This is an optimization exercise on Yosys and OpenROAD, whose aim is small area, a short achievable clock period and few clock cycles per item, not a production implementation.
In this exercise RTL edits were held to simulation tests only and were not proved equivalent to the original.

==> design/flow/config.mk <==
export PLATFORM = sky130hd
export DESIGN_NAME = mdu36
export DESIGN_NICKNAME = mdu36
export VERILOG_FILES = /design/flow/design.v
export SDC_FILE = /design/flow/constraint.sdc
export NUM_CORES = 4
export LEC_CHECK = 0
export CAP_MARGIN = 20
export CORE_MARGIN = 2
export CORE_UTILIZATION = 40
export SLEW_MARGIN = 20
==> design/flow/constraint.sdc <==
create_clock -name core_clock -period 13.0 [get_ports {clk}]
set_input_delay 2.6000 -clock core_clock [delete_from_list [all_inputs] [get_ports {clk}]]
set_output_delay 2.6000 -clock core_clock [all_outputs]
set_load 0.01 [all_outputs]
==> design/flow/run.sh <==
#!/bin/bash
# synth_recipe.tcl (not shown) runs the flow's synth.tcl, then flattens the netlist and writes it again
# the make line also repeats each setting of config.mk as NAME=value (left out here)
make -C /OpenROAD-flow-scripts/flow DESIGN_CONFIG=/design/flow/config.mk WORK_HOME=/design/flow/orfs CLKGATE_MAP_FILE= SYNTH_SCRIPT=/design/flow/synth_recipe.tcl finish
==> design/flow/design.v <==
module mdu36 (
    input  wire        clk,
    input  wire        rst,
    input  wire        start,
    input  wire [3:0]  op,
    input  wire        ctm,
    input  wire [35:0] a,
    input  wire [35:0] b,
    input  wire [71:0] c,
    output wire        ready,
    output reg         done,
    output reg  [35:0] result,
    output reg  [35:0] result_hi,
    output reg         dz,
    output reg         ovf,
    output reg         trap
);
    localparam [1:0] S_IDLE = 2'd0;
    localparam [1:0] S_RUN  = 2'd1;
    localparam [1:0] S_FIX  = 2'd2;
    localparam [1:0] S_MUL  = 2'd3;
    localparam [5:0] DIV_LAST  = 6'd35;    
    localparam [5:0] SQRT_LAST = 6'd17;    
    localparam [3:0] OP_MUL   = 4'd0;
    localparam [3:0] OP_MULQ  = 4'd1;
    localparam [3:0] OP_MULWS = 4'd2;
    localparam [3:0] OP_MULWU = 4'd3;
    localparam [3:0] OP_MACWS = 4'd4;
    localparam [3:0] OP_MACWU = 4'd5;
    localparam [3:0] OP_DIV   = 4'd8;
    localparam [3:0] OP_DIVU  = 4'd9;
    localparam [3:0] OP_REM   = 4'd10;
    localparam [3:0] OP_REMU  = 4'd11;
    localparam [3:0] OP_DIVT  = 4'd12;
    localparam [3:0] OP_DIVUT = 4'd13;
    reg [1:0]  state;
    reg [5:0]  cnt;
    reg [3:0]  op_r;
    reg        ctm_r;
    reg [35:0] a_r;
    reg [35:0] b_r;
    reg [71:0] c_r;
    reg        neg_q;        
    reg        neg_r;        
    reg        special;      
    reg        f_dz, f_ovf, f_trap;
    reg [35:0] div_d;        
    reg [35:0] div_q;        
    reg [36:0] div_r;        
    reg [35:0] sq_x;         
    reg [19:0] sq_r;         
    reg [17:0] sq_root;      
    wire in_mul    = ~op[3];
    wire in_sqrt   = (op[3:1] == 3'b111);
    wire in_signed = (op == OP_DIV) || (op == OP_REM) || (op == OP_DIVT);
    wire in_trapop = (op == OP_DIVT) || (op == OP_DIVUT);
    wire in_bzero  = (b == 36'd0);
    wire in_ovf    = in_signed && (a == 36'h800000000) && (b == 36'hFFFFFFFFF);
    wire [35:0] a_mag = (in_signed && a[35]) ? (~a + 36'd1) : a;
    wire [35:0] b_mag = (in_signed && b[35]) ? (~b + 36'd1) : b;
    wire        mul_signed = (op_r == OP_MULQ) || (op_r == OP_MULWS) || (op_r == OP_MACWS);
    wire signed [36:0] mul_a = {mul_signed & a_r[35], a_r};
    wire signed [36:0] mul_b = {mul_signed & b_r[35], b_r};
    wire signed [73:0] mul_p = mul_a * mul_b;
    wire [71:0] prod     = mul_p[71:0];
    wire [71:0] mac_sum  = c_r + prod;
    wire        q_neg    = prod[71];
    wire [71:0] q_mag    = q_neg ? (~prod + 72'd1) : prod;
    wire [71:0] q_rnd    = q_mag + (72'd1 << 34);
    wire [36:0] q_abs    = q_rnd[71:35];
    wire [35:0] mulq_res = (!q_neg && q_abs[36:35] != 2'b00) ? 36'h7FFFFFFFF :
                           q_neg ? (~q_abs[35:0] + 36'd1) : q_abs[35:0];
    reg [71:0] mul_out;
    always @(*) begin
        case (op_r)
            OP_MULQ:  mul_out = {36'd0, mulq_res};
            OP_MACWS,
            OP_MACWU: mul_out = mac_sum;
            default:  mul_out = prod;
        endcase
    end
    wire [36:0] div_shift = {div_r[35:0], div_q[35]};
    wire [37:0] div_diff  = {1'b0, div_shift} - {2'b00, div_d};
    wire        div_bit   = ~div_diff[37];
    wire [21:0] sq_shift = {sq_r, sq_x[35:34]};
    wire [21:0] sq_trial = {2'b00, sq_root, 2'b01};
    wire [22:0] sq_diff  = {1'b0, sq_shift} - {1'b0, sq_trial};
    wire        sq_bit   = ~sq_diff[22];
    wire op_sqrt = (op_r[3:1] == 3'b111);
    wire op_rem  = (op_r == OP_REM) || (op_r == OP_REMU);
    wire [5:0] run_last  = (ctm_r || !op_sqrt) ? DIV_LAST : SQRT_LAST;
    wire       sq_active = (cnt <= SQRT_LAST);
    assign ready = (state == S_IDLE);
    wire [35:0] q_out = neg_q ? (~div_q + 36'd1) : div_q;
    wire [35:0] r_out = neg_r ? (~div_r[35:0] + 36'd1) : div_r[35:0];
    reg  [35:0] final_result;
    always @(*) begin
        if (op_sqrt)
            final_result = {18'd0, sq_root};
        else if (special)
            final_result = a_r;
        else if (op_rem)
            final_result = r_out;
        else
            final_result = q_out;
    end
    always @(posedge clk) begin
        if (rst) begin
            state <= S_IDLE;
            done  <= 1'b0;
            cnt   <= 6'd0;
        end else begin
            done <= 1'b0;
            case (state)
                S_IDLE: begin
                    if (start) begin
                        op_r    <= op;
                        ctm_r   <= ctm;
                        a_r     <= a;
                        b_r     <= b;
                        c_r     <= c;
                        neg_q   <= in_signed && (a[35] ^ b[35]);
                        neg_r   <= in_signed && a[35];
                        special <= !in_sqrt && in_bzero;
                        f_dz    <= !in_sqrt && in_bzero && !in_trapop;
                        f_trap  <= !in_sqrt && in_bzero && in_trapop;
                        f_ovf   <= !in_sqrt && in_ovf;
                        div_d   <= b_mag;
                        div_q   <= a_mag;
                        div_r   <= 37'd0;
                        sq_x    <= a;
                        sq_r    <= 20'd0;
                        sq_root <= 18'd0;
                        cnt     <= 6'd0;
                        if (in_mul)
                            state <= S_MUL;
                        else if (!ctm && !in_sqrt && (in_bzero || in_ovf))
                            state <= S_FIX;
                        else
                            state <= S_RUN;
                    end
                end
                S_MUL: begin
                    result    <= mul_out[35:0];
                    result_hi <= mul_out[71:36];
                    dz        <= 1'b0;
                    ovf       <= 1'b0;
                    trap      <= 1'b0;
                    done      <= 1'b1;
                    state     <= S_IDLE;
                end
                S_RUN: begin
                    div_q <= {div_q[34:0], div_bit};
                    div_r <= div_bit ? div_diff[36:0] : div_shift;
                    if (sq_active) begin
                        sq_x    <= {sq_x[33:0], 2'b00};
                        sq_r    <= sq_bit ? sq_diff[19:0] : sq_shift[19:0];
                        sq_root <= {sq_root[16:0], sq_bit};
                    end
                    cnt <= cnt + 6'd1;
                    if (cnt == run_last)
                        state <= S_FIX;
                end
                S_FIX: begin
                    result    <= final_result;
                    result_hi <= 36'd0;
                    dz        <= f_dz;
                    ovf       <= f_ovf;
                    trap      <= f_trap;
                    done      <= 1'b1;
                    state     <= S_IDLE;
                end
                default: state <= S_IDLE;
            endcase
        end
    end
endmodule
==> notes.md <==
==> kinds of logic after synthesis <==
family	after synthesis
adders and majority gates	1797
muxes	37
AOI/OAI and AO/OA	1161
buffers and inverters	1941
DFF	420
and+or+nand+nor	2671
xor gates and xnor gates	375
==> sequential cells by signal, indices dropped and copies added, names as in the netlist, 2 cells and up <==
name       count
a_r           36
b_r           35
c_r           72
cnt            6
div_d         36
div_q         36
div_r         36
op_r           4
result        36
result_hi     36
sq_r          20
sq_root       18
sq_x          36
state          2
==> layout make-up <==
| class | count | area, um^2 | area share [%] |
|---|---|---|---|
| repair buffers | 536 | 5020 | 5.91 |
| inverters | 1481 | 5560 | 6.55 |
| clock inverters | 35 | 402 | 0.473 |
| well taps | 2511 | 3140 | 3.70 |
| clock buffers | 53 | 1240 | 1.46 |
| multi-input cells | 6041 | 57000 | 67.2 |
| flip-flops and latches | 420 | 12500 | 14.7 |
| diodes | 2 | 5.00 | 0.00589 |
==> stage by stage <==
step	std cells	setup TNS, ns	setup WS (ns)	cell area (um^2)
floorplan	8402	0	0.0198	76800
global placement	10900	0	0.115	82500
detailed placement	10900	0	0.000702	82600
CTS	11000	0	0.100	84200
global route	11100	-0.0113	-0.00617	84900
finish	11100	0	0.459	84900
==> critical path, delay by kind of cell (launching register included) <==
kind	cells	cell delay, ns
buffers and inverters	5	0.74
flip-flops	1	0.72
XOR/XNOR	1	0.22
AND/OR/NAND/NOR	8	2.62
AO/OA/AOI/OAI	11	3.08
adder cells (fa/ha/maj)	9	4.51
multiplexers	1	0.44
==> metal layers <==
metal	share of wire (%)	routed length (um)	global-route usage (%)	up-vias
met4	3.6	8880	8.08	10
met1	44	107000	36.0	30800
met5	0.022	55	0	-
met2	44	109000	39.2	2280
met3	8.1	19900	4.41	333
li1	-	-	-	26700
==> worst max path at each step <==
stage             from    endpoint  slack [ns]  cells past startpoint
5_1_grt         a_r[2]  result[35]      -0.006                     37
2_1_floorplan  op_r[2]  result[28]        0.02                     51
3_5_place_dp   op_r[2]  result[34]      0.0007                     38
4_1_cts        op_r[2]  result[34]         0.1                     38
3_3_place_gp   op_r[2]  result[35]        0.11                     40
6_report       a_r[25]  result[34]        0.46                     35
==> what timing repair did <==
action	4_1_cts	5_1_grt
endpoints found under the setup margin	2	40
setup buffers	0	38
gates resized for setup	1	17
pin swaps	0	1
==> placed cells by master, fill, tap and decap left out, drive strengths merged, types with 21 or more instances in the layout <==
master / instances
o211ai: 21
o31ai: 49
buf: 308
clkinv: 22
o21ai: 236
nor3: 95
xor2: 134
fa: 1435
ha: 362
a31oi: 39
and2: 314
a21o: 99
nand2b: 49
a22oi: 38
a21boi: 32
xnor2: 241
edfxtp: 411
mux2i: 35
nor2: 375
or4: 34
nand4: 32
clkdlybuf4s50: 228
nand2: 1433
clkbuf: 53
o21bai: 23
o21a: 35
or2: 31
or3: 48
a211oi: 72
nand3: 78
nor2b: 36
and3: 48
a221oi: 21
inv: 1480
a21oi: 342
nor4: 41
o41ai: 22
==> results_tabular.tex <==
\begin{tabular}{lr}
\hline
Metric & Value \\
\hline
\multicolumn{2}{l}{\textbf{Status}} \\
\quad Run status & no timing/DRC/antenna violations \\
\multicolumn{2}{l}{\textbf{Clock network}} \\
\quad Clock tree root driver cell & sky130\_fd\_sc\_hd\_\_clkbuf\_16 \\
\quad Cts-stage hold buffer count & 0 \\
\quad Clock slew at reported path FFs & 0.06 ns \\
\quad Insertion delay of the later-clocked pin in the worst-skew pair & 0.67 ns \\
\quad H-tree depth & 2 \\
\quad Clock Sinks & 420 \\
\quad Buffer depth of the longest clock path & 3 \\
\quad Number of buffers inserted during clock tree synthesis & 49 \\
\quad TritonCTS clock tree & built \\
\multicolumn{2}{l}{\textbf{Setup path}} \\
\quad Worst Reg-to-Reg Cells & 35 \\
\quad Critical register-to-register path endpoint & result[34] \\
\quad Startpoint of the lowest-slack register-to-register path & a\_r[25] \\
\quad Slowest cell on the critical path & sky130\_fd\_sc\_hd\_\_or4b\_2 \\
\quad Largest stage delay on the critical path & 0.77 ns \\
\quad Category of the worst setup path launch point & flop \\
\quad Startpoint-to-endpoint class of the critical path & reg2reg \\
\quad Kind of end point of the critical path & flop \\
\quad Crit path max fanout & 31 \\
\quad Critical path required time & 13.45 ns \\
\quad Endpoint arrival time on the critical path & 12.99 ns \\
\quad Most used cell along the critical path & sky130\_fd\_sc\_hd\_\_fa\_1 \\
\quad Setup slack on the worst flop-to-flop path & 0.46 ns \\
\multicolumn{2}{l}{\textbf{STA}} \\
\quad Final max-slew violation count & 0 \\
\quad Worst Skew & 0.0434 ns \\
\quad Relative max-transition margin & 20.4\% \\
\quad Period utilisation layout & 96.5\% \\
\quad Transition time of the tightest slew-check pin & 1.19 ns \\
\quad Maximum operating frequency & 79.7 MHz \\
\quad Hold Fails Final Rpt & 0 \\
\quad Final count of negative-setup-slack endpoints & 0 \\
\quad Minimum period implied by the final worst setup slack & 12.54 ns \\
\quad Worst hold-check slack & 0.502 ns \\
\multicolumn{2}{l}{\textbf{Synthesis}} \\
\quad Post-synth top flop & sky130\_fd\_sc\_hd\_\_edfxtp\_1 \\
\quad Area share of the largest cell type after synthesis & 37.5\% \\
\quad Share of synthesized area occupied by flip-flops and latches & 16.3\% \\
\quad Top cells by area, synth & sky130\_fd\_sc\_hd\_\_fa\_1 37\%, sky130\_fd\_sc\_hd\_\_edfxtp\_1 16\%, sky130\_fd\_sc\_hd\_\_inv\_1 7.2\% \\
\quad Synth Net Count & 10400 \\
\quad Synthesized flop and latch total & 420 \\
\quad Total of warnings raised by yosys & 1 \\
\quad Post-synthesis instance area & 76700 um\^{}2 \\
\quad Proportion of synthesized area in mux cells & 0.502\% \\
\quad Number of enable flip-flop cells after synthesis & 411 \\
\quad Synth Area in Simple Gates & 16.1\% \\
\quad Post-Synthesis Cells & 8402 \\
\quad Post-synthesis xor/xnor area fraction & 4.30\% \\
\quad Arithmetic-cell share of the synthesized area counting full adders, half adders and majority gates & 43.4\% \\
\quad Top cell type by total area after synthesis & sky130\_fd\_sc\_hd\_\_fa\_1 \\
\quad Synth async-reset ratio & 0\% \\
\quad Top cell types by occurrence after synthesis & 1477 x sky130\_fd\_sc\_hd\_\_inv\_1, 1435 x sky130\_fd\_sc\_hd\_\_fa\_1, 1432 x sky130\_fd\_sc\_hd\_\_nand2\_1 \\
\quad Largest family of logic cells by synthesized area & adder cells \\
\quad Compound-gate portion of the synthesized area & 9.89\% \\
\quad Distinct cell type count of the synthesized netlist & 111 \\
\quad Most frequently used cell type in the post-synthesis netlist & sky130\_fd\_sc\_hd\_\_inv\_1 \\
\quad Mapped Avg Cell Area & 9.13 um\^{}2 \\
\multicolumn{2}{l}{\textbf{Min path}} \\
\quad Hold path startpoint & sq\_x[29] \\
\quad Endpoint of the worst hold-timing path & sq\_x[31] \\
\quad Hold Crit Class & reg2reg \\
\quad Number of stages on the worst hold path & 2 \\
\multicolumn{2}{l}{\textbf{Routing}} \\
\quad Post-detailed-route count of antenna-violating nets & 0 \\
\quad Vias/cell & 5.44 \\
\quad Vias post-DR & 60200 \\
\quad Number of violations reported at the end of detailed-routing iteration 0 & 5335 \\
\quad DR DRC count & 0 \\
\quad 1st-pass router iterations & 6 \\
\quad Average wire per cell in the routed design & 22.1 um \\
\quad Routed wire length & 245000 um \\
\multicolumn{2}{l}{\textbf{Floorplan}} \\
\quad Row count & 160 \\
\quad Core area & 190000 um\^{}2 \\
\quad Die boundary height & 442 um \\
\quad Horizontal extent of the die & 442 um \\
\quad Die area & 195000 um\^{}2 \\
\quad IO Count & 229 \\
\quad Initial cell density of the core & 40.3\% \\
\multicolumn{2}{l}{\textbf{Global routing}} \\
\quad Pin count of the biggest net entering global routing & 77 \\
\quad Global-route usage over all layers & 25.3\% \\
\quad Vias in the first global route & 62800 \\
\quad Antenna violations before repair & 14 \\
\quad Overflow left after global routing & 0 \\
\quad First-pass GRT wire length & 383000 um \\
\multicolumn{2}{l}{\textbf{Finish}} \\
\quad Nets & 10500 \\
\quad Core utilization of the finished layout & 44.6\% \\
\quad Number of filler cells placed in the layout & 18300 \\
\quad Area added between synthesis and finish & 10.7\% \\
\quad Layout cell share with drive strength beyond 1 & 6.02\% \\
\multicolumn{2}{l}{\textbf{Run}} \\
\quad Maxcap violations & 0 \\
\multicolumn{2}{l}{\textbf{Place}} \\
\quad Final weighted congestion in routability-driven placement & 0.975 \\
\quad DPL Wire Length & 207000 um \\
\quad \# port buffers & 228 \\
\hline
\end{tabular}
Testbench counts, summed over its fixed seeds: cycles 160,160, ops 16,000.

==> port drivers added, routing unchanged <==
No port has a modelled driver above. Below, the same layout with a new extraction and two added sets of constraints.
Step 1 (the two cells are an assumption about what drives the block):
set clk [get_ports {clk}]
set_driving_cell -lib_cell sky130_fd_sc_hd__clkbuf_16 $clk
set_driving_cell -lib_cell sky130_fd_sc_hd__buf_2 [delete_from_list [all_inputs] $clk]
Step 2 times the ports against the registers' clock, not the clock port: input delays grow and output delays shrink by t, the midpoint of the rising clock arrivals with the driver on.
Slacks: ideal ports / drivers / drivers and shift; pairs: ideal ports / drivers.
t (ns): 0.729
slack for setup (ns): 0.459 / 0.459 / 0.459
worst setup path at the end: register to register
cell pins on the clock port's net: 1
After both steps setup and hold are still met in this run. The setup slack of this run moves by 0.000 ns with the drivers and by 0.000 ns with both steps.
